From an optimization exercise on the open Yosys and OpenROAD flow, aimed at small area; shortcuts taken in it are not production practice.
Where RTL was checked, it was by simulation tests only, not by an equivalence proof against the original.
No functional check of the RTL was part of run 1.

==> flow/design.v (outline; a module is shown in full before it is edited, if it fits) <==
// module loop_engine: 366 lines
// module le_add: 18 lines
// module le_dstep: 10 lines
// module le_istep: 11 lines
// module le_shr: 16 lines
// module le_mul: 511 lines
module loop_engine (
    input  wire        clk,
    input  wire        rst_n,
    input  wire        cfg_we,
    input  wire [5:0]  cfg_addr,
    input  wire [15:0] cfg_wdata,
    input  wire        start,
    input  wire [19:0] vref,
    input  wire [19:0] vctl,
    input  wire [15:0] vin_sample,
    input  wire [15:0] ff_pred,
    input  wire [3:0]  n_active,
    input  wire        mem_dom,
    output wire        done,
    output wire [15:0] u_q,
    output wire [14:0] ipk,
    output wire [11:0] duty,
    output wire        sat_hi,
    output wire        sat_lo
);
  // ...
==> flow/run.sh <==
#!/bin/bash
# synth_recipe.tcl (not shown) runs the flow's synth.tcl, then flattens the netlist and writes it again
# the make line also repeats each setting of config.mk as NAME=value (left out here)
make -C /OpenROAD-flow-scripts/flow DESIGN_CONFIG=/design/flow/config.mk WORK_HOME=/design/flow/orfs CLKGATE_MAP_FILE= SYNTH_SCRIPT=/design/flow/synth_recipe.tcl finish
==> flow/config.mk <==
export PLATFORM = sky130hd
export DESIGN_NAME = loop_engine
export DESIGN_NICKNAME = loop_engine
export VERILOG_FILES = /design/flow/design.v
export SDC_FILE = /design/flow/constraint.sdc
export NUM_CORES = 4
export LEC_CHECK = 0
export ABC_AREA = 1
export CAP_MARGIN = 20
export CORE_MARGIN = 2
export CORE_UTILIZATION = 40
export CTS_BUF_LIST = sky130_fd_sc_hd__clkbuf_4
export CTS_CLUSTER_SIZE = 20
export SLEW_MARGIN = 20
==> flow/constraint.sdc <==
create_clock -name core_clock -period 50.0 [get_ports {clk}]
set_input_delay 10.0000 -clock core_clock [delete_from_list [all_inputs] [get_ports {clk}]]
set_output_delay 10.0000 -clock core_clock [all_outputs]
set_load 0.01 [all_outputs]
==> Flow_metrics.wiki, run 1 <==
{| class="wikitable"
! Metric !! Value
|-
| Std-Cell Core Area || 112500 sq um
|-
| Post-synth top cells || nand2_1, inv_1, o21ai_0, dfxtp_1, fa_1
|-
| Top-area cell type share of the netlist area || 27.93%
|-
| Post-Place Cells || 6968
|-
| Clock transition at the register clock pins on the worst setup and hold paths after CTS || 70 ps
|-
| Count of antenna diodes in the layout || 16
|-
| Count of multi-input combinational gates || 3620
|-
| Termination of the worst setup path || acc[32]
|-
| Most common library cell in the layout ignoring fill and taps || nand2_1
|-
| Average routed wire per standard cell || 20.10 um
|-
| Total number of nets in the final design || 6204
|-
| Number of global-route vias before repair || around 37000
|-
| Met3 routed wirelength || ~12 mm
|-
| Launching element of the worst setup path || kidx_r[0]
|-
| Clock buffer count from CTS || between 200 and 250
|-
| H-tree lvl count || 4
|-
| Share of final-layout standard cells stronger than drive strength 1 || 9.262%
|-
| Number of ports placed on the die boundary || 149
|-
| Final Core Density || 45.59%
|-
| Worst slew margin relative to its limit || around 29%
|-
| Area growth, synth to finish || 13.01%
|-
| Leading register cell type out of synthesis || dfxtp_1
|-
| Worst setup path category || reg -> reg
|-
| Tightest Pin Transition || 1065 ps
|-
| Total Routing Usage GR || 25.35%
|-
| Post-synthesis share of cell area spent on and, or, nand and nor gates || 16.42%
|-
| Number of antenna violations at the first check in global routing || 13
|-
| Outcome || timing/DRC/antenna clean
|-
| Number of stages on the worst hold path || 0
|-
| Uppermost layer routed || met4
|-
| Layout clock buffer count || 307
|}
==> module loop_engine, before the edit <==
module loop_engine (
    input  wire        clk,
    input  wire        rst_n,
    input  wire        cfg_we,
    input  wire [5:0]  cfg_addr,
    input  wire [15:0] cfg_wdata,
    input  wire        start,
    input  wire [19:0] vref,
    input  wire [19:0] vctl,
    input  wire [15:0] vin_sample,
    input  wire [15:0] ff_pred,
    input  wire [3:0]  n_active,
    input  wire        mem_dom,
    output wire        done,
    output wire [15:0] u_q,
    output wire [14:0] ipk,
    output wire [11:0] duty,
    output wire        sat_hi,
    output wire        sat_lo
);
    reg [14:0] ki;
    reg [3:0]  ki_shift;
    reg [15:0] kd;
    reg [15:0] k_vin;
    reg [13:0] k_pred;
    reg [15:0] out_min;
    reg [15:0] out_max;
    reg [14:0] int_lim;
    reg [12:0] vin_nom_l;    
    reg        ffv_en;
    reg        ffp_en;
    wire       a_hi = cfg_we & (cfg_addr[5:3] == 3'b100);
    wire       a_41 = cfg_we & (cfg_addr == 6'd41);
    wire       a_40 = cfg_we & (cfg_addr == 6'd40);
    wire signed [15:0] wd_s = cfg_wdata;
    wire [16:0] cmp_wmax, cmp_wmin;
    le_add #(17) u_cwmax (.a({cfg_wdata[15], cfg_wdata}), .b(~{out_max[15], out_max}), .ci(1'b1), .s(cmp_wmax), .co());
    le_add #(17) u_cwmin (.a({out_min[15], out_min}), .b(~{cfg_wdata[15], cfg_wdata}), .ci(1'b1), .s(cmp_wmin), .co());
    wire ok_outmin = cmp_wmax[16];      
    wire ok_outmax = cmp_wmin[16];      
    wire ok_vinnom = (cfg_wdata >= 16'd29000) && (cfg_wdata <= 16'd36000);
    always @(posedge clk) begin
        if (!rst_n || (a_hi && cfg_addr[2:0] == 3'd0 && !cfg_wdata[15]))
            ki <= rst_n ? cfg_wdata[14:0] : 15'h0800;
        if (!rst_n || (a_hi && cfg_addr[2:0] == 3'd1 && cfg_wdata[15:4] == 12'd0))
            ki_shift <= rst_n ? cfg_wdata[3:0] : 4'd4;
        if (!rst_n || (a_hi && cfg_addr[2:0] == 3'd2))
            kd <= rst_n ? cfg_wdata : 16'h0800;
        if (!rst_n || (a_hi && cfg_addr[2:0] == 3'd3))
            k_vin <= rst_n ? cfg_wdata : 16'h0000;
        if (!rst_n || (a_hi && cfg_addr[2:0] == 3'd4 && cfg_wdata <= 16'h2000))
            k_pred <= rst_n ? cfg_wdata[13:0] : 14'h1000;
        if (!rst_n || (a_hi && cfg_addr[2:0] == 3'd5 && ok_outmin))
            out_min <= rst_n ? cfg_wdata : 16'h0000;
        if (!rst_n || (a_hi && cfg_addr[2:0] == 3'd6 && ok_outmax))
            out_max <= rst_n ? cfg_wdata : 16'h7FFF;
        if (!rst_n || (a_hi && cfg_addr[2:0] == 3'd7 && !cfg_wdata[15]))
            int_lim <= rst_n ? cfg_wdata[14:0] : 15'h7000;
        if (!rst_n || (a_40 && ok_vinnom))
            vin_nom_l <= rst_n ? cfg_wdata[12:0] : 13'h00E8;    
        if (!rst_n || a_41) begin
            ffv_en <= rst_n ? cfg_wdata[0] : 1'b1;
            ffp_en <= rst_n ? cfg_wdata[1] : 1'b1;
        end
    end
    wire [15:0] vin_nom = {~vin_nom_l[12], vin_nom_l[12], vin_nom_l[12], vin_nom_l};
    reg  [4:0]  kt;
    always @(posedge clk)
        if (!rst_n) kt <= 5'd0;
        else        kt <= kt + 5'd1;
    wire [4:0]  kwp;
    le_add #(5) u_kwp (.a(cfg_addr[4:0]), .b(kt), .ci(1'b1), .s(kwp), .co());
    wire        kwe = cfg_we & !cfg_addr[5];
    wire [15:0] kq [0:31];
    genvar gi;
    generate
        for (gi = 0; gi < 32; gi = gi + 1) begin : g_kp
            localparam [15:0] DEF = (gi < 2) ? 16'h0400 : (gi < 4) ? 16'h0600 :
                                    (gi < 8) ? 16'h0800 : (gi < 16) ? 16'h0C00 : 16'h1000;
            localparam [15:0] POL = (gi % 2) ? 16'hFFFF : 16'h0000;
            reg  [15:0] v;
            wire        ld = !rst_n || (kwe && kwp == gi);
            always @(posedge clk)
                v <= ld ? ((rst_n ? cfg_wdata : DEF) ^ POL) : ~kq[(gi + 31) % 32];
            assign kq[gi] = v;
        end
    endgenerate
    reg  [4:0]  kidx_r;
    wire [4:0]  krp;
    le_add #(5) u_krp (.a(kidx_r), .b(kt), .ci(1'b0), .s(krp), .co());
    wire        kmatch = (krp[1:0] == 2'd0);
    wire [15:0] ktap = ({16{krp[4:2] == 3'd0}} & kq[0])
                     | ({16{krp[4:2] == 3'd1}} & kq[4])
                     | ({16{krp[4:2] == 3'd2}} & kq[8])
                     | ({16{krp[4:2] == 3'd3}} & kq[12])
                     | ({16{krp[4:2] == 3'd4}} & kq[16])
                     | ({16{krp[4:2] == 3'd5}} & kq[20])
                     | ({16{krp[4:2] == 3'd6}} & kq[24])
                     | ({16{krp[4:2] == 3'd7}} & kq[28]);
    reg [3:0] cnt;
    always @(posedge clk) begin
        if (!rst_n)
            cnt <= 4'd0;
        else if (start)
            cnt <= 4'd1;
        else if (cnt == 4'd8)
            cnt <= 4'd0;
        else if (cnt != 4'd0)
            cnt <= cnt + 4'd1;
    end
    wire c1 = (cnt == 4'd1);
    wire c2 = (cnt == 4'd2);
    wire c3 = (cnt == 4'd3);
    wire c4 = (cnt == 4'd4);
    wire c5 = (cnt == 4'd5);
    wire c6 = (cnt == 4'd6);
    wire c7 = (cnt == 4'd7);
    wire c8 = (cnt == 4'd8);
    assign done = c8;
    wire [20:0] vdiff;
    le_add #(21) u_vdiff (.a({1'b0, vref}), .b(~{1'b0, vctl}), .ci(1'b1), .s(vdiff), .co());
    wire [15:0] e_n = (!vdiff[20] && (vdiff[19:15] != 5'd0))  ? 16'h7FFF :
                      ( vdiff[20] && (vdiff[19:15] != 5'h1F)) ? 16'h8000 : vdiff[15:0];
    reg  [15:0] e_r;
    reg  [15:0] ep;       
    reg  [15:0] ffp_r;
    reg  [3:0]  n_r;
    reg         mem_r;
    wire [16:0] ediff;
    le_add #(17) u_ediff (.a({e_n[15], e_n}), .b(~{ep[15], ep}), .ci(1'b1), .s(ediff), .co());
    wire [15:0] de_n  = (ediff[16] != ediff[15]) ? {ediff[16], {15{~ediff[16]}}} : ediff[15:0];
    wire [5:0]  eneg  = {1'b0, ~e_n[14:10]} + {5'd0, (e_n[9:0] == 10'd0)};
    wire [4:0]  kidx_n = !e_n[15] ? e_n[14:10] : (eneg[5] ? 5'd31 : eneg[4:0]);
    always @(posedge clk) begin
        if (start) begin
            e_r    <= e_n;
            kidx_r <= kidx_n;
            ffp_r  <= ffp_en ? ff_pred : 16'd0;
            n_r    <= n_active;
            mem_r  <= mem_dom;
        end
    end
    wire [16:0] z;
wire zh_1 = ~(vin_nom[0] ^ ~vin_sample[0]);
wire zh_2 = vin_nom[0] | ~vin_sample[0];
wire zh_3 = vin_nom[1] ^ ~vin_sample[1] ^ zh_2;
wire zh_4 = (vin_nom[1] & ~vin_sample[1]) | (vin_nom[1] & zh_2) | (~vin_sample[1] & zh_2);
wire zh_5 = vin_nom[2] ^ ~vin_sample[2] ^ zh_4;
wire zh_6 = (vin_nom[2] & ~vin_sample[2]) | (vin_nom[2] & zh_4) | (~vin_sample[2] & zh_4);
wire zh_7 = vin_nom[3] ^ ~vin_sample[3] ^ zh_6;
wire zh_8 = (vin_nom[3] & ~vin_sample[3]) | (vin_nom[3] & zh_6) | (~vin_sample[3] & zh_6);
wire zh_9 = vin_nom[4] ^ ~vin_sample[4] ^ zh_8;
wire zh_10 = (vin_nom[4] & ~vin_sample[4]) | (vin_nom[4] & zh_8) | (~vin_sample[4] & zh_8);
wire zh_11 = vin_nom[5] ^ ~vin_sample[5] ^ zh_10;
wire zh_12 = (vin_nom[5] & ~vin_sample[5]) | (vin_nom[5] & zh_10) | (~vin_sample[5] & zh_10);
wire zh_13 = vin_nom[6] ^ ~vin_sample[6] ^ zh_12;
wire zh_14 = (vin_nom[6] & ~vin_sample[6]) | (vin_nom[6] & zh_12) | (~vin_sample[6] & zh_12);
wire zh_15 = vin_nom[7] ^ ~vin_sample[7] ^ zh_14;
wire zh_16 = (vin_nom[7] & ~vin_sample[7]) | (vin_nom[7] & zh_14) | (~vin_sample[7] & zh_14);
wire zh_17 = vin_nom[8] ^ ~vin_sample[8] ^ zh_16;
wire zh_18 = (vin_nom[8] & ~vin_sample[8]) | (vin_nom[8] & zh_16) | (~vin_sample[8] & zh_16);
wire zh_19 = vin_nom[9] ^ ~vin_sample[9] ^ zh_18;
wire zh_20 = (vin_nom[9] & ~vin_sample[9]) | (vin_nom[9] & zh_18) | (~vin_sample[9] & zh_18);
wire zh_21 = vin_nom[10] ^ ~vin_sample[10] ^ zh_20;
wire zh_22 = (vin_nom[10] & ~vin_sample[10]) | (vin_nom[10] & zh_20) | (~vin_sample[10] & zh_20);
wire zh_23 = vin_nom[11] ^ ~vin_sample[11] ^ zh_22;
wire zh_24 = (vin_nom[11] & ~vin_sample[11]) | (vin_nom[11] & zh_22) | (~vin_sample[11] & zh_22);
wire zh_25 = vin_nom[12] ^ ~vin_sample[12] ^ zh_24;
wire zh_26 = (vin_nom[12] & ~vin_sample[12]) | (vin_nom[12] & zh_24) | (~vin_sample[12] & zh_24);
wire zh_27 = vin_nom[13] ^ ~vin_sample[13] ^ zh_26;
wire zh_28 = (vin_nom[13] & ~vin_sample[13]) | (vin_nom[13] & zh_26) | (~vin_sample[13] & zh_26);
wire zh_29 = vin_nom[14] ^ ~vin_sample[14] ^ zh_28;
wire zh_30 = (vin_nom[14] & ~vin_sample[14]) | (vin_nom[14] & zh_28) | (~vin_sample[14] & zh_28);
wire zh_31 = vin_nom[15] ^ ~vin_sample[15] ^ zh_30;
wire zh_32 = (vin_nom[15] & ~vin_sample[15]) | (vin_nom[15] & zh_30) | (~vin_sample[15] & zh_30);
wire zh_33 = 1'b1 ^ zh_9;
wire zh_34 = 1'b1 & zh_9;
wire zh_35 = zh_11 ^ zh_34;
wire zh_36 = zh_11 & zh_34;
wire zh_37 = zh_13 ^ zh_36;
wire zh_38 = zh_13 & zh_36;
wire zh_39 = zh_15 ^ zh_38;
wire zh_40 = zh_15 & zh_38;
wire zh_41 = 1'b1 ^ zh_17 ^ zh_40;
wire zh_42 = (1'b1 & zh_17) | (1'b1 & zh_40) | (zh_17 & zh_40);
wire zh_43 = 1'b1 ^ zh_19 ^ zh_42;
wire zh_44 = (1'b1 & zh_19) | (1'b1 & zh_42) | (zh_19 & zh_42);
wire zh_45 = 1'b1 ^ zh_21 ^ zh_44;
wire zh_46 = (1'b1 & zh_21) | (1'b1 & zh_44) | (zh_21 & zh_44);
wire zh_47 = zh_23 ^ zh_46;
wire zh_48 = zh_23 & zh_46;
wire zh_49 = zh_25 ^ zh_48;
wire zh_50 = zh_25 & zh_48;
wire zh_51 = 1'b1 ^ zh_27 ^ zh_50;
wire zh_52 = (1'b1 & zh_27) | (1'b1 & zh_50) | (zh_27 & zh_50);
wire zh_53 = zh_29 ^ zh_52;
wire zh_54 = zh_29 & zh_52;
wire zh_55 = zh_31 ^ zh_54;
wire zh_56 = zh_31 & zh_54;
wire zh_57 = zh_32 ^ 1'b1 ^ zh_56;
wire zh_58 = (zh_32 & 1'b1) | (zh_32 & zh_56) | (1'b1 & zh_56);
assign z[0] = zh_1;
assign z[1] = zh_3;
assign z[2] = zh_5;
assign z[3] = zh_7;
assign z[4] = zh_33;
assign z[5] = zh_35;
assign z[6] = zh_37;
assign z[7] = zh_39;
assign z[8] = zh_41;
assign z[9] = zh_43;
assign z[10] = zh_45;
assign z[11] = zh_47;
assign z[12] = zh_49;
assign z[13] = zh_51;
assign z[14] = zh_53;
assign z[15] = zh_55;
assign z[16] = zh_57;
    wire dlo_n = z[16];
    wire dhi_n = !z[16] && (z[15:0] >= 16'd20000);
    reg  [10:0] dr;
    reg  [15:0] dq;
    reg         dlo, dhi;
    wire [10:0] dr_in = start ? z[14:4] : dr;
    wire [3:0]  db    = start ? z[3:0] : c1 ? 4'b0010 : c2 ? 4'b0111 : 4'b0001;
    wire [11:0] ds1, ds2, ds3, ds4;
    le_dstep u_ds1 (.r(dr_in),     .b(db[3]), .o(ds1));
    le_dstep u_ds2 (.r(ds1[10:0]), .b(db[2]), .o(ds2));
    le_dstep u_ds3 (.r(ds2[10:0]), .b(db[1]), .o(ds3));
    le_dstep u_ds4 (.r(ds3[10:0]), .b(db[0]), .o(ds4));
    always @(posedge clk) begin
        dr <= ds4[10:0];
        if (start | c1 | c2 | c3)
            dq <= {dq[11:0], ds1[11], ds2[11], ds3[11], ds4[11]};
        if (start) begin
            dlo <= dlo_n;
            dhi <= dhi_n;
        end
    end
    wire [15:0] dvin = dhi ? 16'h7FFF : dlo ? 16'h8000 : {~dq[15], dq[14:0]};
    reg  [1:0] op;
    wire       slot = c2 | c3 | c4 | c5;
    wire       sp1  = slot & kmatch;
    wire       so   = slot & !kmatch;
    wire       sp2  = so & (op == 2'd0);
    wire       sp4  = so & (op == 2'd1);
    wire       sp3  = so & (op == 2'd2);
    always @(posedge clk)
        if (start)   op <= 2'd0;
        else if (so) op <= op + 2'd1;
    wire cki = c1 | c6;
    wire [16:0] ma = ({17{cki &  ki_shift[0]}} & {2'b0, ki})
                   | ({17{cki & !ki_shift[0]}} & {1'b0, ki, 1'b0})
                   | ({17{sp2}} & {1'b0, kd})
                   | ({17{sp4}} & {3'b0, k_pred})
                   | ({17{sp3}} & {k_vin[15], k_vin})
                   | ({17{sp1}} & {1'b0, ktap});
    wire [15:0] mb = ({16{cki | sp1}} & e_r)
                   | ({16{sp2}} & ep)
                   | ({16{sp4}} & ffp_r)
                   | ({16{sp3}} & (ffv_en ? dvin : 16'd0));
    wire [32:0] mp;
    le_mul u_mul (.ma(ma), .mb(mb), .mp(mp));
    reg  [31:0] i_acc;
    wire [31:0] fl_i;
    wire        inc_up;
    le_shr u_shr (.p(mp[31:0]), .sh(ki_shift[3:1]), .f(fl_i), .up(inc_up));
    wire        inc_neg = fl_i[31] & !((&fl_i) & inc_up);
    wire [32:0] raw;
    le_add #(33) u_raw (.a({i_acc[31], i_acc}), .b({fl_i[31], fl_i}), .ci(inc_up), .s(raw), .co());
    wire [17:0] lim18 = {3'b000, int_lim};
    wire [17:0] c_rh, c_rl;
    le_add #(18) u_crh (.a({raw[32], raw[32:16]}), .b(~lim18), .ci(|raw[15:0]), .s(c_rh), .co());
    le_add #(18) u_crl (.a({raw[32], raw[32:16]}), .b(lim18),  .ci(1'b0), .s(c_rl), .co());
    wire raw_hi  = !c_rh[17];      
    wire raw_lo  =  c_rl[17];      
    reg  iacc_hi, iacc_lo;
    always @(posedge clk)
        if (!(cki | c2 | c3 | c4 | c5)) begin
            iacc_hi <= raw_hi;
            iacc_lo <= raw_lo;
        end
    wire [15:0] nlim;              
    le_add #(16) u_nlim (.a(~{1'b0, int_lim}), .b(16'd0), .ci(1'b1), .s(nlim), .co());
    wire inr     = !iacc_hi && !iacc_lo;
    wire sel_lp  = inr & raw_hi;
    wire sel_ln  = inr & raw_lo;
    wire sel_raw = inr ? (!raw_hi && !raw_lo) : (iacc_hi == inc_neg);
    wire sel_old = !inr && (iacc_hi != inc_neg);
    wire [31:0] i_new = ({32{sel_raw}} & raw[31:0])
                      | ({32{sel_old}} & i_acc)
                      | ({32{sel_lp}}  & {1'b0, int_lim, 16'd0})
                      | ({32{sel_ln}}  & {nlim, 16'd0});
    reg  [37:0] acc;
    wire [37:0] addend = ({38{sp3}} & {{4{mp[32]}}, mp, 1'b0})
                       | ({38{slot & !sp3}} & {mp[32], mp, 4'b0});
    wire [37:0] acc_sum;
    le_add #(38) u_acc (.a(acc), .b(addend), .ci(1'b0), .s(acc_sum), .co());
    always @(posedge clk) begin
        if (c1)
            acc <= {{6{i_new[31]}}, i_new};
        else
            acc <= acc_sum;        
    end
    wire [21:0] afl = acc[37:16];
    wire        a_up = acc[15] & ((|acc[14:0]) | afl[0]);
    wire [21:0] arn;
    le_add #(22) u_arn (.a(afl), .b(22'd0), .ci(a_up), .s(arn), .co());
    wire [15:0] un  = (!arn[21] && (arn[20:15] != 6'd0))  ? 16'h7FFF :
                      ( arn[21] && (arn[20:15] != 6'h3F)) ? 16'h8000 : arn[15:0];
    wire [16:0] c_lh, c_ll;
    le_add #(17) u_clh (.a({out_max[15], out_max}), .b(~{un[15], un}), .ci(1'b1), .s(c_lh), .co());
    le_add #(17) u_cll (.a({un[15], un}), .b(~{out_min[15], out_min}), .ci(1'b1), .s(c_ll), .co());
    wire lim_hi = c_lh[16];        
    wire lim_lo = c_ll[16];        
    wire [15:0] u = lim_hi ? out_max : lim_lo ? out_min : un;
    wire windup = (lim_hi && !e_r[15] && (e_r != 16'd0)) || (lim_lo && e_r[15]);
    always @(posedge clk) begin
        if (!rst_n) begin
            i_acc <= 32'd0;
            ep    <= 16'd0;
        end else begin
            if (c6 && !windup)
                i_acc <= i_new;
            if (start)
                ep <= de_n;
            else if (c6)
                ep <= e_r;
        end
    end
    reg  [3:0] ir;
    reg  [9:0] iq;
    wire [3:0] ir_in = c6 ? 4'd0 : ir;
    wire [4:0] ib = c6 ? u[14:10] : c7 ? u[9:5] : u[4:0];
    wire [4:0] is1;
    le_istep u_is1 (.r(ir_in), .b(ib[4]), .n(n_r), .o(is1));
    wire [4:0] is2;
    le_istep u_is2 (.r(is1[3:0]), .b(ib[3]), .n(n_r), .o(is2));
    wire [4:0] is3;
    le_istep u_is3 (.r(is2[3:0]), .b(ib[2]), .n(n_r), .o(is3));
    wire [4:0] is4;
    le_istep u_is4 (.r(is3[3:0]), .b(ib[1]), .n(n_r), .o(is4));
    wire [4:0] is5;
    le_istep u_is5 (.r(is4[3:0]), .b(ib[0]), .n(n_r), .o(is5));
    wire [4:0] iqb = {is1[4], is2[4], is3[4], is4[4], is5[4]};
    always @(posedge clk) begin
        ir <= is5[3:0];
        iq <= {iq[4:0], iqb};
    end
    wire [14:0] q_all = {iq, iqb};
    wire        r_nz  = (is5[3:0] != 4'd0);
    wire [14:0] qq    = mem_r ? {1'b0, q_all[14:1]} : {2'b0, q_all[14:2]};
    wire        i_up  = mem_r ? (q_all[0] & (r_nz | qq[0]))
                              : (q_all[1] & (q_all[0] | r_nz | qq[0]));
    wire [14:0] ipk_v;
    le_add #(15) u_ipk (.a(qq), .b(15'd0), .ci(i_up), .s(ipk_v), .co());
    assign ipk = (u[15] || n_r == 4'd0) ? 15'd0 : ipk_v;
    wire [12:0] du_fl = u[15:3];
    wire        du_up = u[2] & ((u[1:0] != 2'd0) | du_fl[0]);
    wire [13:0] du_rn;
    le_add #(14) u_du (.a({du_fl[12], du_fl}), .b(14'd0), .ci(du_up), .s(du_rn), .co());
    assign duty = du_rn[13] ? 12'd0 : du_rn[12] ? 12'd4095 : du_rn[11:0];
    assign u_q    = u;
    assign sat_hi = lim_hi;
    assign sat_lo = lim_lo;
endmodule
==> run 2, diff against run 1 <==
--- a/flow/design.v
+++ b/flow/design.v
@@ -255,17 +255,17 @@
                    | ({17{sp4}} & {3'b0, k_pred})
                    | ({17{sp3}} & {k_vin[15], k_vin})
                    | ({17{sp1}} & {1'b0, ktap});
     wire [15:0] mb = ({16{cki | sp1}} & e_r)
                    | ({16{sp2}} & ep)
                    | ({16{sp4}} & ffp_r)
                    | ({16{sp3}} & (ffv_en ? dvin : 16'd0));
     wire [32:0] mp;
-    le_mul u_mul (.ma(ma), .mb(mb), .mp(mp));
+    le_mul u_mul (.ma(ma), .mb(mb), .rb(sp2), .mp(mp));
     reg  [31:0] i_acc;
     wire [31:0] fl_i;
     wire        inc_up;
     le_shr u_shr (.p(mp[31:0]), .sh(ki_shift[3:1]), .f(fl_i), .up(inc_up));
     wire        inc_neg = fl_i[31] & !((&fl_i) & inc_up);
     wire [32:0] raw;
     le_add #(33) u_raw (.a({i_acc[31], i_acc}), .b({fl_i[31], fl_i}), .ci(inc_up), .s(raw), .co());
     wire [17:0] lim18 = {3'b000, int_lim};
@@ -297,20 +297,18 @@
     wire [37:0] acc_sum;
     le_add #(38) u_acc (.a(acc), .b(addend), .ci(1'b0), .s(acc_sum), .co());
     always @(posedge clk) begin
         if (c1)
             acc <= {{6{i_new[31]}}, i_new};
         else
             acc <= acc_sum;        
     end
-    wire [21:0] afl = acc[37:16];
-    wire        a_up = acc[15] & ((|acc[14:0]) | afl[0]);
-    wire [21:0] arn;
-    le_add #(22) u_arn (.a(afl), .b(22'd0), .ci(a_up), .s(arn), .co());
+    wire        a_tie = (acc[15:0] == 16'd0);
+    wire [21:0] arn = {acc[37:17], acc[16] & !a_tie};
     wire [15:0] un  = (!arn[21] && (arn[20:15] != 6'd0))  ? 16'h7FFF :
                       ( arn[21] && (arn[20:15] != 6'h3F)) ? 16'h8000 : arn[15:0];
     wire [16:0] c_lh, c_ll;
     le_add #(17) u_clh (.a({out_max[15], out_max}), .b(~{un[15], un}), .ci(1'b1), .s(c_lh), .co());
     le_add #(17) u_cll (.a({un[15], un}), .b(~{out_min[15], out_min}), .ci(1'b1), .s(c_ll), .co());
     wire lim_hi = c_lh[16];        
     wire lim_lo = c_ll[16];        
     wire [15:0] u = lim_hi ? out_max : lim_lo ? out_min : un;
@@ -417,16 +415,17 @@
     wire [32:0] x3 = sh[0] ? {{2{x2[32]}}, x2[32:2]} : x2;
     wire        st3 = st2 | (sh[0] & (|x2[1:0]));
     assign f  = x3[32:1];
     assign up = x3[0] & (st3 | x3[1]);
 endmodule
 module le_mul (
     input  wire [16:0] ma,
     input  wire [15:0] mb,
+    input  wire        rb,
     output wire [32:0] mp
 );
 wire bm_neg0 = mb[1];
 wire bm_one0 = mb[0] ^ 1'b0;
 wire bm_two0 = (mb[1] & ~mb[0] & ~1'b0) | (~mb[1] & mb[0] & 1'b0);
 wire bm_pp0_0 = ((bm_one0 & ma[0])) ^ bm_neg0;
 wire bm_pp0_1 = ((bm_one0 & ma[1]) | (bm_two0 & ma[0])) ^ bm_neg0;
 wire bm_pp0_2 = ((bm_one0 & ma[2]) | (bm_two0 & ma[1])) ^ bm_neg0;
@@ -637,26 +636,26 @@
 wire bm_43 = bm_pp3_4 ^ bm_pp4_2 ^ bm_pp5_0;
 wire bm_44 = (bm_pp3_4 & bm_pp4_2) | (bm_pp3_4 & bm_pp5_0) | (bm_pp4_2 & bm_pp5_0);
 wire bm_45 = bm_neg5 ^ bm_34 ^ bm_36;
 wire bm_46 = (bm_neg5 & bm_34) | (bm_neg5 & bm_36) | (bm_34 & bm_36);
 wire bm_47 = bm_38 ^ bm_40 ^ bm_41;
 wire bm_48 = (bm_38 & bm_40) | (bm_38 & bm_41) | (bm_40 & bm_41);
 wire bm_49 = bm_43 ^ bm_45 ^ bm_47;
 wire bm_50 = (bm_43 & bm_45) | (bm_43 & bm_47) | (bm_45 & bm_47);
-wire bm_51 = bm_pp0_11 ^ bm_pp1_9 ^ bm_pp2_7;
-wire bm_52 = (bm_pp0_11 & bm_pp1_9) | (bm_pp0_11 & bm_pp2_7) | (bm_pp1_9 & bm_pp2_7);
-wire bm_53 = bm_pp3_5 ^ bm_pp4_3 ^ bm_pp5_1;
-wire bm_54 = (bm_pp3_5 & bm_pp4_3) | (bm_pp3_5 & bm_pp5_1) | (bm_pp4_3 & bm_pp5_1);
-wire bm_55 = bm_42 ^ bm_44 ^ bm_46;
-wire bm_56 = (bm_42 & bm_44) | (bm_42 & bm_46) | (bm_44 & bm_46);
-wire bm_57 = bm_48 ^ bm_50 ^ bm_51;
-wire bm_58 = (bm_48 & bm_50) | (bm_48 & bm_51) | (bm_50 & bm_51);
-wire bm_59 = bm_53 ^ bm_55 ^ bm_57;
-wire bm_60 = (bm_53 & bm_55) | (bm_53 & bm_57) | (bm_55 & bm_57);
+wire bm_51 = rb ^ bm_pp0_11 ^ bm_pp1_9;
+wire bm_52 = (rb & bm_pp0_11) | (rb & bm_pp1_9) | (bm_pp0_11 & bm_pp1_9);
+wire bm_53 = bm_pp2_7 ^ bm_pp3_5 ^ bm_pp4_3;
+wire bm_54 = (bm_pp2_7 & bm_pp3_5) | (bm_pp2_7 & bm_pp4_3) | (bm_pp3_5 & bm_pp4_3);
+wire bm_55 = bm_pp5_1 ^ bm_42 ^ bm_44;
+wire bm_56 = (bm_pp5_1 & bm_42) | (bm_pp5_1 & bm_44) | (bm_42 & bm_44);
+wire bm_57 = bm_46 ^ bm_48 ^ bm_50;
+wire bm_58 = (bm_46 & bm_48) | (bm_46 & bm_50) | (bm_48 & bm_50);
+wire bm_59 = bm_51 ^ bm_53 ^ bm_55;
+wire bm_60 = (bm_51 & bm_53) | (bm_51 & bm_55) | (bm_53 & bm_55);
 wire bm_61 = bm_pp0_12 ^ bm_pp1_10 ^ bm_pp2_8;
 wire bm_62 = (bm_pp0_12 & bm_pp1_10) | (bm_pp0_12 & bm_pp2_8) | (bm_pp1_10 & bm_pp2_8);
 wire bm_63 = bm_pp3_6 ^ bm_pp4_4 ^ bm_pp5_2;
 wire bm_64 = (bm_pp3_6 & bm_pp4_4) | (bm_pp3_6 & bm_pp5_2) | (bm_pp4_4 & bm_pp5_2);
 wire bm_65 = bm_pp6_0 ^ bm_neg6 ^ bm_52;
 wire bm_66 = (bm_pp6_0 & bm_neg6) | (bm_pp6_0 & bm_52) | (bm_neg6 & bm_52);
 wire bm_67 = bm_54 ^ bm_56 ^ bm_58;
 wire bm_68 = (bm_54 & bm_56) | (bm_54 & bm_58) | (bm_56 & bm_58);
@@ -847,18 +846,18 @@
 wire bm_253 = bm_23 ^ bm_252;
 wire bm_254 = bm_23 & bm_252;
 wire bm_255 = bm_31 ^ bm_254;
 wire bm_256 = bm_31 & bm_254;
 wire bm_257 = bm_39 ^ bm_256;
 wire bm_258 = bm_39 & bm_256;
 wire bm_259 = bm_49 ^ bm_258;
 wire bm_260 = bm_49 & bm_258;
-wire bm_261 = bm_59 ^ bm_260;
-wire bm_262 = bm_59 & bm_260;
+wire bm_261 = bm_57 ^ bm_59 ^ bm_260;
+wire bm_262 = (bm_57 & bm_59) | (bm_57 & bm_260) | (bm_59 & bm_260);
 wire bm_263 = bm_71 ^ bm_262;
 wire bm_264 = bm_71 & bm_262;
 wire bm_265 = bm_83 ^ bm_264;
 wire bm_266 = bm_83 & bm_264;
 wire bm_267 = bm_97 ^ bm_266;
 wire bm_268 = bm_97 & bm_266;
 wire bm_269 = bm_111 ^ bm_268;
 wire bm_270 = bm_111 & bm_268;
==> flow/config.mk (replaced) <==
export PLATFORM = sky130hd
export DESIGN_NAME = loop_engine
export DESIGN_NICKNAME = loop_engine
export VERILOG_FILES = /design/flow/design.v
export SDC_FILE = /design/flow/constraint.sdc
export NUM_CORES = 4
export LEC_CHECK = 0
export ABC_AREA = 1
export CAP_MARGIN = 20
export CORE_MARGIN = 2
export CORE_UTILIZATION = 40
export CTS_BUF_LIST = sky130_fd_sc_hd__clkbuf_16
export CTS_CLUSTER_DIAMETER = 60
export CTS_CLUSTER_SIZE = 20
export SLEW_MARGIN = 20
==> run 2 against run 1 <==
Critical path depth is 6 higher; highest routed layer unchanged; critical endpoint is now acc[33]; via count is 4.6% lower; still clean on timing, DRC and antenna; final cell count is 4.0% lower; clock skew is 12 ps lower; largest cell class unchanged.
==> Flow_metrics.wiki, run 2 <==
{| class="wikitable"
! Metric !! Value
|-
| Count of antenna diodes in the layout || 0 (-16)
|-
| Worst setup SP type || register
|-
| Final setup TNS || 0 ps
|-
| Reg-to-reg endpoint || acc[33]
|-
| CTS tree || built
|-
| Clock buffer count from CTS || 71 (-67%)
|-
| Maximum number of pins on one net before global-route repair || 69
|-
| Final hold viol count || 0
|-
| Most common library cell in the layout ignoring fill and taps || nand2_1
|-
| Crit share post-route || about 62%
|-
| Violation count after the first detailed-routing iteration || 3637
|-
| Number of design rule violations left after detail routing || 0
|-
| Leading registers by flop count || g_kp.v (512), acc (38), i_acc (32)
|-
| Final Slew Violations || 0
|-
| Pre-CTS setup slack || 18890 ps
|-
| Final routed wirelength across all metal layers || 139.1 mm
|-
| Reg-to-reg startpoint || kt[0]
|-
| Min-delay worst type || reg -> reg
|-
| Die Y-Extent || 339.5 um
|-
| Slowest cell on the critical path || nor2_4
|-
| Post-Place Cells || 6944 (-0.34%)
|-
| Number of distinct library cells after synthesis || 65
|-
| Insertion delay of the later-clocked pin in the worst-skew pair || 670 ps
|-
| Worst slew margin relative to its limit || 25.88% (-2.9 points)
|-
| Leading cell type by number of instances after synthesis || nand2_1
|-
| Maximum achievable frequency || ~32 MHz
|-
| Final setup violation count || 0
|-
| Number of gates given a new drive strength after cts || 0
|-
| Post-synth top cells || nand2_1, inv_1, o21ai_0, dfxtp_1, fa_1
|-
| Clock transition at the register clock pins on the worst setup and hold paths after CTS || 70 ps (about the same)
|-
| Per-cell via count in the routed design || 5.255
|-
| Total Routing Usage GR || 23.93% (-1.4 points)
|-
| Total number of vias || 37155
|-
| Synthesized cell area || about 45000 sq um
|-
| Flop and latch count out of synthesis || 823
|-
| Worst path max stage delay || roughly 710 ps
|-
| DP HPWL || between 100 and 150 mm
|-
| Post-Syn Area per Cell || 8.190 sq um
|-
| Cell repeated most along the worst path || fa_1
|-
| Data required time of the worst path || roughly 50000 ps
|-
| Setup ws final || 19090 ps
|-
| Std-Cell Core Area || 112000 sq um (-0.41%)
|-
| Max clock buf depth || 3
|-
| Period minus WS final || 30910 ps
|-
| Async set or reset register ratio after synthesis || 0%
|-
| Wire length of the first global-routing pass || 214.9 mm
|-
| Total congestion overflow || 0
|-
| Net count of the mapped netlist || 5998
|-
| Number of rows in the core area || 123
|-
| Number of ports placed on the die boundary || 149 (unchanged)
|-
| Die X || 339.5 um
|-
| Number of global-route vias before repair || 35311 (-5.5%)
|-
| Count of yosys warnings during synthesis || 1
|-
| Number of instances in the synthesized netlist || 5498
|-
| Clock sink count || 823
|-
| Starting density of the core || between 40% and 50%
|-
| Setup fix buffers added after clock tree synthesis || 0
|-
| Max Fanout on Critical Path || 31
|-
| RSZ-0062 raised after global routing || false
|-
| Number of maximum-capacitance violations || 0
|-
| DIE AREA || roughly 120000 sq um
|-
| Leading cell types by total area after synthesis || dfxtp_1, edfxtp_1, nand2_1
|-
| Number of buffer and inverter stages on the critical path || 28
|-
| Total number of nets in the final design || 6018 (-3.0%)
|-
| Register area share after synthesis || 40.81%
|-
| H-tree lvl count || 3 (-1)
|-
| Flip-flop count of the largest register after layout || 512
|-
| Number of detailed-routing iterations run before antenna repair || 6
|-
| Area growth, synth to finish || 12.16%
|-
| Source of the worst hold timing path || iq[4]
|-
| Weighted congestion at the end of routability-driven global placement || 0.9317
|-
| Library cell with the largest summed area after synthesis || dfxtp_1
|-
| Leading register cell type out of synthesis || dfxtp_1
|-
| Share of final-layout standard cells stronger than drive strength 1 || 5.512% (-3.8 points)
|-
| IO Port Bufs || 148
|-
| Outcome || timing/DRC/antenna clean
|-
| Non-filler cells in the finished layout || 7070
|-
| # hold bufs at CTS || 0
|-
| Number of antenna violations at the first check in global routing || 1 (-12)
|-
| Post-route clock skew || 56.41 ps
|-
| Largest reg by FF count || g_kp.v
|-
| Average routed wire per standard cell || 19.67 um (-2.1%)
|-
| Tightest Pin Transition || 1098 ps (+33.20 ps)
|-
| Commonest cells after routing, fill and taps aside || nand2_1, inv_1, o21ai_0
|-
| Antenna violation net count after detailed routing || 0
|-
| Count of flip-flops with a built-in enable after synthesis || between 150 and 200
|-
| Top-area cell type share of the netlist area || 28.14% (+0.22 points)
|-
| CP arrival || 31470 ps
|-
| Final Core Density || 45.08% (-0.51 points)
|-
| Setup crit end kind || register
|-
| Top Family by Delay on Critical Path || adder cells
|-
| Cell at the root of the clock tree || clkbuf_16
|-
| Worst setup path category || reg -> reg
|-
| Number of stages on the worst hold path || 0 (unchanged)
|-
| FF-to-FF path depth || 117
|-
| Endpoint of the worst hold path || iq[9]
|}
[run 2: cell count changes after synthesis, sizes merged, moves of 6 or more]
cell    change
inv        +16
ha         -21
nand3       +6
o211ai      -7
o21ai      +41
nor2       +30
or2         -6
a31oi       +8
nand2      -22
o21a       -18
nand4       -7
and2        -8
[run 2: cell families after synthesis]
logic type | count (synthesis) | synth area share (%)
DFF | 823 | 40.81
xor gates and xnor gates | 149 | 2.915
muxes | 22 | 0.4890
buffers and inverters | 1072 | 9.052
AOI/OAI and AO/OA | 1212 | 15.23
and+or+nand+nor | 1823 | 16.27
adders and majority gates | 397 | 15.23
[run 2: final cells by class]
| class | instances | area (sq um) |
|---|---|---|
| inverters | 791 | 2974 |
| well taps | 1500 | 1877 |
| multi-input cells | 3603 | 22710 |
| repair buffers | 228 | 2085 |
| flip-flops and latches | 823 | 18380 |
| fillers | 11030 | 61530 |
| clock buffers | 72 | 1802 |
| clock inverters | 53 | 676.9 |
[run 2: per-layer routing]
| layer | vias to the layer above | track usage (%) | share of wire, % |
|---|---|---|---|
| met4 | 0 | 7.126 | 3.1 |
| met5 | - | 0 | 0 |
| li1 | 17889 | - | - |
| met1 | 17731 | 32.40 | 43 |
| met3 | 219 | 3.271 | 6.6 |
| met2 | 1316 | 39.80 | 47 |
[run 2: metrics by stage]
step	instance area [sq um]	hold WS, ps
6_report	50500	357.4
5_1_grt	50500	369.0
4_1_cts	50460	357.6
3_5_place_dp	47980	344.3
3_3_place_gp	47980	342.3
2_1_floorplan	45030	330.8
[run 2: worst max-delay path by stage]
stage               cells after the start      start  slack, ps  endpoint
floorplan                             111  kidx_r[0]      21280    acc[0]
global placement                      117  kidx_r[0]      19260   acc[33]
detailed placement                    117      kt[0]      18890   acc[33]
CTS                                   117      kt[0]      18850   acc[33]
global route                          115      kt[0]      17360   acc[32]
finish                                117      kt[0]      19090   acc[33]
==> run 3, diff against run 2 <==
--- a/flow/config.mk
+++ b/flow/config.mk
@@ -9,7 +9,7 @@
 export CAP_MARGIN = 20
 export CORE_MARGIN = 2
 export CORE_UTILIZATION = 40
-export CTS_BUF_LIST = sky130_fd_sc_hd__clkbuf_16
-export CTS_CLUSTER_DIAMETER = 60
-export CTS_CLUSTER_SIZE = 20
+export CTS_BUF_LIST = sky130_fd_sc_hd__clkbuf_8
+export CTS_CLUSTER_DIAMETER = 50
+export CTS_CLUSTER_SIZE = 12
 export SLEW_MARGIN = 20
==> run 3 against run 2 <==
Still clean on timing, DRC and antenna; sequential share of layout area up 0.39 points; fmax about the same; clock-buffer cell count up 28; non-clock buffer count unchanged; design area down 1.1%; worst setup slack worse by 12 ps; global-route usage up 0.10 points; register-to-register slack about the same; highest routed layer unchanged.
==> Flow_metrics.wiki, run 3 <==
{| class="wikitable"
! Metric !! Value
|-
| Outcome || timing/DRC/antenna clean
|-
| Pre-CTS setup slack || 18890 ps (unchanged)
|-
| Reg-to-reg startpoint || kt[0]
|-
| Number of design rule violations left after detail routing || 0 (unchanged)
|-
| Library cell with the largest summed area after synthesis || dfxtp_1
|-
| Setup crit end kind || register
|-
| Tightest Pin Transition || 1105 ps (+7.534 ps)
|-
| Setup fix buffers added after clock tree synthesis || 0 (unchanged)
|-
| Wire length of the first global-routing pass || 215.5 mm (+0.30%)
|-
| Total number of nets in the final design || 6043 (+0.42%)
|-
| Clock sink count || 823 (unchanged)
|-
| RSZ-0062 raised after global routing || false
|-
| Clock buffer count from CTS || 96 (+35%)
|-
| Maximum number of pins on one net before global-route repair || 69 (unchanged)
|-
| Cell repeated most along the worst path || fa_1
|-
| Largest reg by FF count || g_kp.v
|-
| Number of gates given a new drive strength after cts || 0 (unchanged)
|-
| Post-route clock skew || 87.35 ps (+30.94 ps)
|-
| Number of maximum-capacitance violations || 0 (unchanged)
|-
| Data required time of the worst path || 50680 ps (+120 ps)
|-
| Reg-to-reg endpoint || acc[33]
|-
| Number of distinct library cells after synthesis || 65 (unchanged)
|-
| Starting density of the core || 40.19% (unchanged)
|-
| Antenna violation net count after detailed routing || 0 (unchanged)
|-
| Number of rows in the core area || 123 (unchanged)
|-
| Leading cell types by total area after synthesis || dfxtp_1, edfxtp_1, nand2_1
|-
| Number of global-route vias before repair || 35569 (+0.73%)
|-
| Leading register cell type out of synthesis || dfxtp_1
|-
| Die Y-Extent || 339.5 um (unchanged)
|-
| Per-cell via count in the routed design || 5.257 (about the same)
|-
| Flop and latch count out of synthesis || 823 (unchanged)
|-
| Setup ws final || 19080 ps (-12.30 ps)
|-
| Worst setup path category || reg -> reg
|-
| Max clock buf depth || 3 (unchanged)
|-
| Number of instances in the synthesized netlist || 5498 (unchanged)
|-
| Die X || 339.5 um (unchanged)
|-
| DIE AREA || 115300 sq um (unchanged)
|-
| Total number of vias || 37339 (+0.50%)
|-
| IO Port Bufs || 148 (unchanged)
|-
| Post-Syn Area per Cell || 8.190 sq um (unchanged)
|-
| H-tree lvl count || 3 (unchanged)
|-
| Average routed wire per standard cell || 19.64 um (-0.15%)
|-
| Min-delay worst type || reg -> reg
|-
| Slowest cell on the critical path || nor2_4
|-
| Worst slew margin relative to its limit || 25.85% (-0.029 points)
|-
| Register area share after synthesis || 40.81% (unchanged)
|-
| Count of yosys warnings during synthesis || 1 (unchanged)
|-
| Final setup violation count || 0 (unchanged)
|-
| Top-area cell type share of the netlist area || 28.14% (unchanged)
|-
| WHS || 359.6 ps (+2.241 ps)
|-
| Layout filler cell count || 11097 (+0.61%)
|-
| Total Routing Usage GR || 24.03% (+0.10 points)
|-
| Commonest cells after routing, fill and taps aside || nand2_1, inv_1, o21ai_0
|-
| Crit share post-route || 61.84% (about the same)
|-
| Termination of the worst setup path || acc[33]
|-
| Final hold viol count || 0 (unchanged)
|-
| FF-to-FF path depth || 117 (unchanged)
|-
| Number of ports placed on the die boundary || 149 (unchanged)
|-
| Worst path max stage delay || 700 ps (about the same)
|-
| # hold bufs at CTS || 0 (unchanged)
|-
| Leading registers by flop count || g_kp.v (512), acc (38), i_acc (32)
|-
| Async set or reset register ratio after synthesis || 0% (unchanged)
|-
| Number of detailed-routing iterations run before antenna repair || 6 (unchanged)
|-
| Worst setup SP type || register
|-
| Final Slew Violations || 0 (unchanged)
|-
| Final routed wirelength across all metal layers || 139.5 mm (+0.32%)
|-
| Most common library cell in the layout ignoring fill and taps || nand2_1
|-
| Post-synth top cells || nand2_1, inv_1, o21ai_0, dfxtp_1, fa_1
|-
| CP arrival || 31600 ps (+130 ps)
|-
| Insertion delay of the later-clocked pin in the worst-skew pair || 790 ps (+120 ps)
|-
| Net count of the mapped netlist || 5998 (unchanged)
|-
| Count of flip-flops with a built-in enable after synthesis || 190 (unchanged)
|-
| Launching element of the worst setup path || kt[0]
|-
| Violation count after the first detailed-routing iteration || 3719 (+2.3%)
|-
| Max Fanout on Critical Path || 31 (unchanged)
|-
| Std-Cell Core Area || 112000 sq um (unchanged)
|-
| Share of final-layout standard cells stronger than drive strength 1 || 5.840% (+0.33 points)
|-
| Leading cell type by number of instances after synthesis || nand2_1
|-
| Cell at the root of the clock tree || clkbuf_8
|-
| Clock transition at the register clock pins on the worst setup and hold paths after CTS || 90 ps (+20 ps)
|-
| Area growth, synth to finish || 10.97%
|-
| Final setup TNS || 0 ps (unchanged)
|-
| Number of antenna violations at the first check in global routing || 3 (+2)
|-
| Period minus WS final || 30920 ps (+12.30 ps)
|-
| Final Core Density || 44.60% (-0.48 points)
|-
| Synthesized cell area || 45030 sq um (unchanged)
|-
| Total congestion overflow || 0 (unchanged)
|-
| Weighted congestion at the end of routability-driven global placement || 0.9317 (unchanged)
|-
| Maximum achievable frequency || 32.34 MHz (about the same)
|-
| CTS tree || built
|-
| DP HPWL || 103.4 mm (unchanged)
|-
| Flip-flop count of the largest register after layout || 512 (unchanged)
|}
## run 3: cells by family (layout without fill, tap and decap cells)
| logic type | Yosys count | after routing | share of synthesized area [%] |
|---|---|---|---|
| AND/OR/NAND/NOR | 1823 | 1823 | 16.27 |
| AO/OA/AOI/OAI | 1212 | 1212 | 15.23 |
| buffers and inverters | 1072 | 1173 | 9.052 |
| flip-flops | 823 | 823 | 40.81 |
| adder cells (fa/ha/maj) | 397 | 397 | 15.23 |
| XOR/XNOR | 149 | 149 | 2.915 |
| multiplexers | 22 | 22 | 0.4890 |
| other | 0 | 4 | 0 |
## run 3: worst min-delay path by stage
stage / end / slack, ps / cells after the start / from
6_report: iq[7] / 360 / 0 / iq[2]
5_1_grt: iq[7] / 370 / 0 / iq[2]
4_1_cts: iq[7] / 360 / 0 / iq[2]
3_5_place_dp: iq[9] / 340 / 0 / iq[4]
3_3_place_gp: iq[9] / 340 / 0 / iq[4]
2_1_floorplan: iq[5] / 330 / 0 / iq[0]
## run 3: final cells by class
type                            count  area [sq um]  area share (%)
Clock inverter                     54         559.3           1.119
Multi-Input combinational cell   3603         22710           45.45
Clock buffer                      100          1376           2.754
Inverter                          791          2974           5.952
Antenna cell                        4         10.01         0.02003
Sequential cell                   823         18380           36.78
Timing Repair Buffer              228          2085           4.171
Tap cell                         1500          1877           3.756
## run 3: metrics by stage
step                      instance area (sq um)  std cells
after global placement                    47980       6944
after global routing                      49970       7103
after floorplan                           45030       5498
after CTS                                 49920       7098
after detailed placement                  47980       6944
final                                     49970       7103
## run 3: worst max-delay path, delay by kind of cell, from the launching register on
family          cells  cell delay (ps)
fa+ha+maj          63            23370
simple gates       16             2710
buf+inv            28             2450
compound gates      9             1650
flops               1              410
xor+xnor            1              180
## run 3: routing by layer
metal	routed length [um]	global-route usage [%]	vias up
met4	4587	7.412	0
met1	60450	32.48	17825
met2	65450	39.96	1346
met5	0	0	-
met3	9032	3.243	237
li1	-	-	17931
==> run 4, diff against run 3 <==
==> flow/flow/run.sh (new file) <==
#!/bin/bash
# The standard layout (the standard.sh: standard synthesis, floorplan,
# placement, CTS, routing), with one change: the buffers that placement puts
# on every input and output port are the smallest buffer cell, buf_1,
# instead of the cell buffer_ports picks by default.
set -o pipefail
export BUFFER_PORTS_ARGS="-buffer_cell sky130_fd_sc_hd__buf_1"
bash standard.sh > standard.log 2>&1
==> flow/standard.sh (new file) <==
#!/bin/bash
# synth_recipe.tcl (not shown) runs the flow's synth.tcl, then flattens the netlist and writes it again
# the make line also repeats each setting of config.mk as NAME=value (left out here)
make -C /OpenROAD-flow-scripts/flow DESIGN_CONFIG=/design/flow/config.mk WORK_HOME=/design/flow/orfs CLKGATE_MAP_FILE= SYNTH_SCRIPT=/design/flow/synth_recipe.tcl "${@:-finish}"
removed: flow/run.sh
==> run 4 against run 3 <==
Via count shrank 0.43%; clock-buffer cell count rose by 1; hold slack worse by 5.1 ps; worst setup slack worse by 390 ps; largest cell class unchanged; highest routed layer is now met5; design area is 1.8% lower; clock skew down 17 ps; register-to-register slack got worse by 390 ps; synthesized cell count stayed put; sequential cell count unchanged; critical path depth did not move.
==> Flow_metrics.wiki, run 4 <==
{| class="wikitable"
! Metric !! Value
|-
| Clock buffer count from CTS || 94 (-2.1%)
|-
| Cell at the root of the clock tree || clkbuf_8
|-
| Maximum number of pins on one net before global-route repair || 69 (unchanged)
|-
| Total number of vias || 37179 (-0.43%)
|-
| Final hold viol count || 0 (unchanged)
|-
| Number of distinct library cells after synthesis || 65 (unchanged)
|-
| H-tree lvl count || 3 (unchanged)
|-
| Std-Cell Core Area || 112000 sq um (unchanged)
|-
| Final setup TNS || 0 ps (unchanged)
|-
| Insertion delay of the later-clocked pin in the worst-skew pair || 780 ps (about the same)
|-
| CP arrival || 31910 ps (+310 ps)
|-
| Final routed wirelength across all metal layers || 138.7 mm (-0.61%)
|-
| Cell repeated most along the worst path || fa_1
|-
| Starting density of the core || 40.19% (unchanged)
|-
| Count of yosys warnings during synthesis || 1 (unchanged)
|-
| Post-synth top cells || nand2_1, inv_1, o21ai_0, dfxtp_1, fa_1
|-
| Top-area cell type share of the netlist area || 28.14% (unchanged)
|-
| DP HPWL || 102.5 mm (-0.91%)
|-
| Number of maximum-capacitance violations || 0 (unchanged)
|-
| Antenna violation net count after detailed routing || 0 (unchanged)
|-
| Most common library cell in the layout ignoring fill and taps || nand2_1
|-
| Leading cell type by number of instances after synthesis || nand2_1
|-
| Total Routing Usage GR || 23.66% (-0.38 points)
|-
| Max Fanout on Critical Path || 31 (unchanged)
|-
| Number of design rule violations left after detail routing || 0 (unchanged)
|-
| Worst setup SP type || register
|-
| Max clock buf depth || 3 (unchanged)
|-
| Final non-filler cell area || 49060 sq um (-1.8%)
|-
| Number of rows in the core area || 123 (unchanged)
|-
| # hold bufs at CTS || 0 (unchanged)
|-
| Async set or reset register ratio after synthesis || 0% (unchanged)
|-
| FF-to-FF path depth || 117 (unchanged)
|-
| Proportion of synthesized area in mux cells || 0.4890% (unchanged)
|-
| IO Port Bufs || 148 (unchanged)
|-
| Slowest cell on the critical path || a21oi_1
|-
| Die X || 339.5 um (unchanged)
|-
| Number of instances in the synthesized netlist || 5498 (unchanged)
|-
| Net count of the mapped netlist || 5998 (unchanged)
|-
| Setup ws final || 18690 ps (-385.5 ps)
|-
| Number of detailed-routing iterations run before antenna repair || 6 (unchanged)
|-
| Clock sink count || 823 (unchanged)
|-
| Number of antenna violations at the first check in global routing || 10 (+7)
|-
| DIE AREA || 115300 sq um (unchanged)
|-
| Met3 routed wirelength || 9.776 mm (+8.2%)
|-
| Synthesized cell area || 45030 sq um (unchanged)
|-
| Total congestion overflow || 0 (unchanged)
|-
| Outcome || timing/DRC/antenna clean
|-
| Maximum achievable frequency || 31.94 MHz (-1.2%)
|-
| Worst slew margin relative to its limit || 25.27% (-0.59 points)
|-
| Post-synthesis share of cell area spent on full adders, half adders and majority gates || 15.23% (unchanged)
|-
| Post-route clock skew || 69.90 ps (-17.46 ps)
|-
| Number of global-route vias before repair || 35416 (-0.43%)
|-
| Wire length of the first global-routing pass || 212.2 mm (-1.5%)
|-
| Worst setup path category || reg -> reg
|-
| Pre-CTS setup slack || 18700 ps (-184.5 ps)
|-
| Area growth, synth to finish || 8.939%
|-
| Largest reg by FF count || g_kp.v
|-
| Largest family of logic cells by synthesized area || simple AND/OR/NAND/NOR gates
|-
| Clock transition at the register clock pins on the worst setup and hold paths after CTS || 80 ps (about the same)
|-
| Number of gates given a new drive strength after cts || 0 (unchanged)
|-
| Flip-flop count of the largest register after layout || 512 (unchanged)
|-
| Area post-placement || 47110 sq um (-1.8%)
|-
| Fraction of the mapped netlist area in compound gates || 15.23% (unchanged)
|-
| Leading registers by flop count || g_kp.v (512), acc (38), i_acc (32)
|-
| Post-synthesis share of cell area spent on and, or, nand and nor gates || 16.27% (unchanged)
|-
| Final Slew Violations || 0 (unchanged)
|-
| CTS tree || built
|-
| Setup crit end kind || register
|-
| Number of stages on the worst hold path || 0 (unchanged)
|-
| Die Y-Extent || 339.5 um (unchanged)
|-
| Min-delay worst type || reg -> reg
|-
| Per-cell via count in the routed design || 5.231 (-0.50%)
|-
| Commonest cells after routing, fill and taps aside || nand2_1, inv_1, o21ai_0
|-
| Setup fix buffers added after clock tree synthesis || 0 (unchanged)
|-
| Routed met1 length || 60.16 mm (-0.47%)
|-
| Tightest Pin Transition || 1117 ps (+11.50 ps)
|-
| Met2 wirelength from detailed routing || 64.11 mm (-2.0%)
|-
| Post-Syn Area per Cell || 8.190 sq um (unchanged)
|-
| Flop and latch count out of synthesis || 823 (unchanged)
|-
| Crit share post-route || 62.61% (+0.77 points)
|-
| Xor/xnor share of the synthesized area || 2.915% (unchanged)
|-
| Number of ports placed on the die boundary || 149 (unchanged)
|-
| RSZ-0062 raised after global routing || false
|-
| Uppermost layer routed || met5
|-
| Violation count after the first detailed-routing iteration || 3408 (-8.4%)
|-
| Period minus WS final || 31310 ps (+385.5 ps)
|-
| Worst path max stage delay || 890 ps (+190 ps)
|-
| Weighted congestion at the end of routability-driven global placement || 0.9390 (+0.78%)
|-
| Total number of nets in the final design || 6044 (+0.017%)
|-
| Register area share after synthesis || 40.81% (unchanged)
|-
| Average routed wire per standard cell || 19.51 um (-0.68%)
|-
| Leading cell types by total area after synthesis || dfxtp_1, edfxtp_1, nand2_1
|-
| Final setup violation count || 0 (unchanged)
|-
| Data required time of the worst path || 50610 ps (-70 ps)
|-
| Library cell with the largest summed area after synthesis || dfxtp_1
|-
| Share of final-layout standard cells stronger than drive strength 1 || 5.657% (-0.18 points)
|-
| Count of flip-flops with a built-in enable after synthesis || 190 (unchanged)
|-
| Leading register cell type out of synthesis || dfxtp_1
|}
## run 4: cell counts after synthesis
Identical to the previous run, type by type.
## run 4: cell type report
| cell class | instances | area, sq um |
|---|---|---|
| Sequential cell | 823 | 18380 |
| Clock inverter | 55 | 519.2 |
| Multi-Input combinational cell | 3603 | 22690 |
| Clock buffer | 101 | 1390 |
| Tap cell | 1500 | 1877 |
| Fill cell | 11310 | 62980 |
| Inverter | 791 | 2974 |
| Antenna cell | 4 | 10.01 |
| Timing Repair Buffer | 231 | 1214 |
## run 4: final timing paths
path | slack (ps) | end | start
worst max-delay path | 18690 | acc[35] | kt[0]
worst min-delay path | 350 | iq[7] | iq[2]
worst max register to register | 18690 | acc[35] | kt[0]
worst min register to register | 350 | iq[7] | iq[2]
## run 4: routing by layer
layer | GRT usage [%] | vias up
met5 | 0 | -
met4 | 7.568 | 14
met3 | 4.251 | 257
met2 | 38.82 | 1229
met1 | 31.61 | 17756
li1 | - | 17923
## run 4: per-stage QoR
stage / cells / hold slack (ps) / util (%)
4_1_cts: 7103 / 357.3 / 43.76
6_report: 7108 / 354.5 / 43.79
3_5_place_dp: 6947 / 342.1 / 42.05
2_1_floorplan: 5498 / 330.8 / -
3_3_place_gp: 6946 / 340.5 / 42.03
5_1_grt: 7106 / 366.2 / 43.78
## run 4: kinds of logic after synthesis
logic type / after synthesis
AO/OA/AOI/OAI: 1212
flip-flops: 823
adder cells (fa/ha/maj): 397
multiplexers: 22
AND/OR/NAND/NOR: 1823
buffers and inverters: 1072
XOR/XNOR: 149
## run 4: worst max-delay path, delay by kind of cell (launching register included)
kind | cells | cell delay [ps]
AO/OA/AOI/OAI | 9 | 2260
flip-flops | 1 | 360
adder cells (fa/ha/maj) | 63 | 23300
XOR/XNOR | 1 | 180
buffers and inverters | 28 | 2500
AND/OR/NAND/NOR | 16 | 2550

## separate check: timing with driven ports
The results above use ideal ports. As a check the final layouts listed here were re-extracted and re-timed, cells and wires unchanged.
Step 1, drivers: a clkbuf_16 drives clk and a buf_2 each remaining input, both assumed.
Step 2 also shifts input and output timing later by t, the mid clock arrival at the registers, as if the neighbouring blocks saw the same clock.
a / b / c = ideal / step 1 / step 2; a / b = the first two.
run | t (ns) | slack for setup (ns) | latest minus earliest clock arrival (ns)
run 1 | 1.204 | 18.527 / 18.527 / 18.527 | 0.083 / 0.083
run 2 | 0.714 | 19.092 / 19.092 / 19.092 | 0.056 / 0.056
run 3 | 0.821 | 19.079 / 19.079 / 19.079 | 0.088 / 0.087
run 4 | 0.814 | 18.694 / 18.694 / 18.694 | 0.070 / 0.070
After both steps every run listed still meets setup and hold.
